Source: an optimization exercise on an open RTL-to-GDS flow (aim: small area and a short achievable clock period). Production flows keep margins and buffers that such runs may drop. Where RTL was checked, it was by simulation tests only, not by an equivalence proof against the original.

the baseline:
==> flow/design.v (excerpt) <==
module mole_lane_rx (
    input  wire        clk,
    input  wire        rst,
    input  wire        in_valid,
    input  wire [1:0]  in_hdr,
    input  wire [63:0] in_data,
    output reg         out_valid,
    output reg  [1:0]  out_hdr,
    output reg  [63:0] out_data,
    output reg         sig_valid,
    output wire [7:0]  sig_code,
    output wire [39:0] sig_arg,
    output reg         frm_valid,
    output reg         frm_good,
    output reg  [1:0]  frm_class,
    output reg  [15:0] frm_seq,
    output reg  [6:0]  frm_dest,
    output reg  [6:0]  frm_words,
    output reg         aln_valid,
    output reg  [3:0]  aln_lane,
    output reg  [1:0]  aln_port,
    output reg  [15:0] aln_seq,
    output reg  [4:0]  aln_bip_errs,
    output reg  [15:0] cnt_block_err,
    output reg  [15:0] cnt_signal_bad,
    output reg  [15:0] cnt_crc_err,
    output reg  [15:0] cnt_bip_err,
    output reg         frozen,
    output reg         lane_drop
);
Size: about 310 I/O pins.
Settings: LEC_CHECK=0, CAP_MARGIN=20, CORE_MARGIN=2, CORE_UTILIZATION=60, CTS_CLUSTER_DIAMETER=140, CTS_CLUSTER_SIZE=27, SLEW_MARGIN=20; clock period 9.0 ns.
standard.sh (not shown) runs the stock make flow with config.mk's settings and CLKGATE_MAP_FILE= SYNTH_SCRIPT=/design/flow/synth_recipe.tcl, a recipe that flattens the netlist after the stock synthesis.
==> flow/flow/run.sh <==
#!/bin/bash
# Standard layout, with fast port buffers and a tighter setup target for
# timing repair. Each tool's output goes to the ORFS logs under orfs/logs;
# make's own output goes to flow_make.log.
set -euo pipefail
bash standard.sh "BUFFER_PORTS_ARGS=-buffer_cell sky130_fd_sc_hd__buf_2" SETUP_SLACK_MARGIN=5.8 finish > flow_make.log 2>&1
### the baseline -> the candidate
-- flow/design.v --
<<< the baseline, line 75
    wire [3:0]  bip_p23 = s1_bgrp[2] + s1_bgrp[3];
    wire [4:0]  bip_pop = bip_p01 + bip_p23;
    reg s1_data, s1_idle, s1_sig, s1_fsta, s1_fend, s1_err;
    reg         in_frame;
>>> the candidate, line 75
    wire [3:0]  bip_p23 = s1_bgrp[2] + s1_bgrp[3];
    wire [4:0]  bip_pop = bip_p01 + bip_p23;
    wire [7:0]  sig_syn;
    reg  [7:0]  s1_syn;
    mole_lane_rx_crc8 u_crc8 (.p1(desc), .sig_syn(sig_syn));
    reg s1_data, s1_idle, s1_sig, s1_fsta, s1_fend, s1_err;
    reg         in_frame;
<<< the baseline, line 91
    wire fend_close = s1_fend && in_frame;
    wire in_frame_nx = s1_fsta ? 1'b1 : (s1_fend ? 1'b0 : in_frame);
    wire [7:0]  sig_syn;
    mole_lane_rx_crc8 u_crc8 (.p1(p1), .sig_syn(sig_syn));
    wire        sig_crc_ok = (sig_syn == 8'd0);
    wire        sig_dup    = (sig_dist <= 3'd4) && (p1[55:8] == last_msg);
    wire        sig_good   = s1_sig && sig_crc_ok;
>>> the candidate, line 94
    wire fend_close = s1_fend && in_frame;
    wire in_frame_nx = s1_fsta ? 1'b1 : (s1_fend ? 1'b0 : in_frame);
    wire        sig_crc_ok = (s1_syn == 8'd0);
    wire        sig_dup    = (sig_dist <= 3'd4) && (p1[55:8] == last_msg);
    wire        sig_good   = s1_sig && sig_crc_ok;
<<< the baseline, line 113
        s1_bgrp[3]   <= bip_grp[3];
        aln_bip_errs <= bip_pop;
        aln_lane     <= out_data[11:8];
        aln_port     <= out_data[13:12];
>>> the candidate, line 114
        s1_bgrp[3]   <= bip_grp[3];
        aln_bip_errs <= bip_pop;
        s1_syn       <= sig_syn;
        aln_lane     <= out_data[11:8];
        aln_port     <= out_data[13:12];
Results
Changes observed in the candidate relative to the baseline: remaining max-slew budget at the tightest pin dropped 9.9 points; total of clock buffers placed in the layout dropped about 3.7%; largest stage delay on the critical path dropped 0.29 ns; register-to-register slack dropped 0.06 ns; detail-routed via count per cell dropped about 2%. Summary of the comparison: smallest setup slack after layout is higher in the candidate, relative to the baseline. The candidate against the baseline: core utilization saw an increase, wire length of the first global-routing pass rose by about 3.7%, count of unique library cells instantiated by Yosys went down about 23%, pin count of the biggest net entering global routing saw an increase. The candidate vs. the baseline: synthesis-stage register bit count went up by about 2%. Cmp the baseline and the candidate / final period utilization / higher: the baseline.
No functional check of the RTL was part of the candidate.

-- separate check: timing with driven ports --
No port has a modelled driver above. Below, the same layouts with a new extraction and two added sets of constraints.
Step 1: set_driving_cell puts a clkbuf_16 on clk and a buf_2 on each other input, an assumption about the parent block.
Step 2 moves the port delays by t, midway between the first and last clock arrival at a register: inputs arrive t later, outputs are due t later. That takes back most of the time a late clock gives input paths.
Slacks: ideal / step 1 / step 2; pairs: ideal / step 1.
run | shift t [ns] | slack for setup (ns) | worst register clock-pin slew, ns | cell pins on the clock port's net
the baseline | 0.618 | 5.794 / 5.737 / 5.215 | 0.12 / 0.12 | 1
the candidate | 0.601 | 5.808 / 5.758 / 5.233 | 0.12 / 0.12 | 1
After both steps setup and hold are still met in every run listed. The setup slack of the baseline, which loses most, moves by -0.057 ns with the drivers and by -0.579 ns with both steps.
